Source: an optimization exercise on an open RTL-to-GDS flow (aim: small area, a short achievable clock period and few clock cycles). Production flows keep margins and buffers that such runs may drop.
Only simulation tests tie the RTL to the original design; equivalence was not proved.
Power and IR drop assume default switching activity.

Setup of wip/lagoon:
## sha3_512_core
module sha3_512_core (
    input  wire         clk,
    input  wire         rst,           
    input  wire         in_valid,
    output wire         in_ready,
    input  wire [63:0]  in_data,
    input  wire         in_last,
    input  wire [3:0]   in_nbytes,
    output wire         out_valid,
    input  wire         out_ready,
    output wire [511:0] out_digest
);
Size in the first run: ~13000 cells after synthesis, ~2200 flip-flops, roughly 590 I/O pins, roughly 140000 µm² of cells after synthesis.
Settings: LEC_CHECK=0, CAP_MARGIN=40, CORE_MARGIN=2, CORE_UTILIZATION=30, CTS_CLUSTER_DIAMETER=50, CTS_CLUSTER_SIZE=20, SETUP_SLACK_MARGIN=2.0, SLEW_MARGIN=20, SYNTH_HIERARCHICAL=1; clock period 5.0 ns.
run.sh (not shown) runs the stock make flow with config.mk's settings and CLKGATE_MAP_FILE= SYNTH_SCRIPT=/design/flow/synth_recipe.tcl, a recipe that flattens the netlist after the stock synthesis.
Testbench counts of wip/lagoon, summed over its fixed seeds: cycles 59,080.
diff inputs: wip/lagoon => wip/fjord
diff --git a/flow/config.mk b/flow/config.mk
--- a/flow/config.mk
+++ b/flow/config.mk
@@ -11,3 +11 @@
-export CTS_CLUSTER_DIAMETER = 50
-export CTS_CLUSTER_SIZE = 20
-export SETUP_SLACK_MARGIN = 2.0
+export SETUP_SLACK_MARGIN = 1.8
Having completed the whole flow, wip/fjord delivered a layout that passed the timing, design-rule and antenna checks.
wip/lagoon completed; timing, DRC and antenna clean
wip/fjord vs wip/lagoon, launch point of the worst path: s[934]$_DFF_P_ vs s[738]$_DFF_P_
wip/fjord ended with more via count normalized by instance count than wip/lagoon.
Compared with wip/lagoon, wip/fjord shows multi-input gate area in the final layout that has gone down by a few percent.
In wip/fjord the non-filler instance count after layout turned out about 2.5% lower than in wip/lagoon.
For the final worst slack, wip/fjord came in 0.25 ns lower than wip/lagoon did.

---

== run A ==
sha3_512_core again, from the RTL that the note above started with.
Settings: LEC_CHECK=0, CAP_MARGIN=40, CORE_MARGIN=2, CORE_UTILIZATION=30, GPL_ROUTABILITY_DRIVEN=0, SETUP_SLACK_MARGIN=1.8, SLEW_MARGIN=20, SYNTH_HIERARCHICAL=1; clock period 5.0 ns.
Testbench counts of run A, summed over its fixed seeds: cycles 59,080.
Setup changes, run A to run B
Settings: a deleted GPL_ROUTABILITY_DRIVEN that had been 0; an added CTS_BUF_LIST of sky130_fd_sc_hd__clkbuf_8.
### Flow results
What run A reported for number of clock buffers inserted by TritonCTS has to be multiplied by 1.6 to get the figure for run B. Per the comparison of run B with run A, number of resized instances in the post-cts repair step climbed 936; total of plain and repair buffers excluding clock buffers now larger; placed standard-cell area increased by 3.5% relative to the old numbers; clock network contribution to total cell area moved down. Run B against run A; pin count of the biggest net entering global routing is down by a little under 10%. Per the comparison of run B with run A, final cell count increased by 786 relative to the old numbers, total design power decreased by 1.5 mW relative to the old numbers, number of cells on the worst hold path increased by 2 relative to the old numbers, transition time of the tightest slew-check pin closely matched the old numbers, clock skew increased by 0.061 ns relative to the old numbers.
Edits applied to the flow inputs when going from run B to run C:
Settings: setting PLACE_DENSITY to 0.5 for the first time; changing SETUP_SLACK_MARGIN from 1.8 to 1.9.
[summary]
Run C ends up with a routed wire length on met3 that is 6.2% lower than in run B.
Summary of run C over run B: number of clock buffers in the layout now larger, total iterations of the first detailed-routing run decreased by 2 relative to the old numbers.

---

## job 4845
Starting RTL as in the previous note.
make LEC_CHECK=0 CAP_MARGIN=40 CORE_MARGIN=2 CORE_UTILIZATION=30 CTS_CLUSTER_DIAMETER=100 CTS_CLUSTER_SIZE=15 SETUP_SLACK_MARGIN=1.8 SLEW_MARGIN=20 SYNTH_HIERARCHICAL=1 finish   # period 5.0 ns
Job 4845 finished all stages; the layout is clean.
Testbench counts of job 4845, summed over its fixed seeds: cycles 59,080.
> inputs changed (job 4845 -> job 5918)
- changing SLEW_MARGIN from 20 to 10
- setting CTS_BUF_LIST to sky130_fd_sc_hd__clkbuf_8 for the first time
- removing CTS_CLUSTER_DIAMETER (formerly 100)
- removing CTS_CLUSTER_SIZE (formerly 15)
- changing CAP_MARGIN from 40 to 20
### Flow results
Sequential power of job 4845 is on par with job 5918. Job 5918 ended with every stage complete and zero timing, DRC or antenna violations. Job 5918 vs job 4845, instance count: job 5918 higher. Comparing non-clock buffer count for job 4845 and job 5918, the bigger number came from job 4845.

## separate check: timing with driven ports
The results above use ideal ports. As a check the final layouts listed here were re-extracted and re-timed, cells and wires unchanged.
Step 1 assumes that a clkbuf_16 drives the clock port and a buf_2 every other input.
Step 2 moves the port delays by t, midway between the first and last clock arrival at a register: inputs arrive t later, outputs are due t later. That takes back most of the time a late clock gives input paths.
a / b / c = no drivers / after step 1 / after step 2; a / b = the first two.
run | shift t [ns] | setup slack, ns | hold slack, ns | clock arrival spread, ns | worst data-port slew with drivers (ns)
wip/lagoon | 1.158 | 1.800 / 1.800 / 1.119 | 0.433 / 0.433 / 0.433 | 0.094 / 0.094 | 0.05
wip/fjord | 1.111 | 1.549 / 1.549 / 1.185 | 0.466 / 0.466 / 0.466 | 0.059 / 0.059 | 0.10
run A | 1.130 | 1.418 / 1.418 / 1.028 | 0.463 / 0.463 / 0.463 | 0.066 / 0.066 | 0.09
run B | 1.346 | 1.629 / 1.629 / 1.183 | 0.403 / 0.328 / 0.415 | 0.131 / 0.131 | 0.09
run C | 1.359 | 1.733 / 1.733 / 0.948 | 0.406 / 0.294 / 0.425 | 0.128 / 0.128 | 0.06
job 4845 | 1.101 | 1.630 / 1.630 / 1.179 | 0.445 / 0.445 / 0.445 | 0.097 / 0.097 | 0.09
job 5918 | 1.347 | 1.577 / 1.577 / 1.028 | 0.400 / 0.311 / 0.400 | 0.140 / 0.140 | 0.10
After both steps every run listed still meets setup and hold. For run C, which loses most, drivers alone change the setup slack by 0.000 ns; drivers and shift together by -0.785 ns.
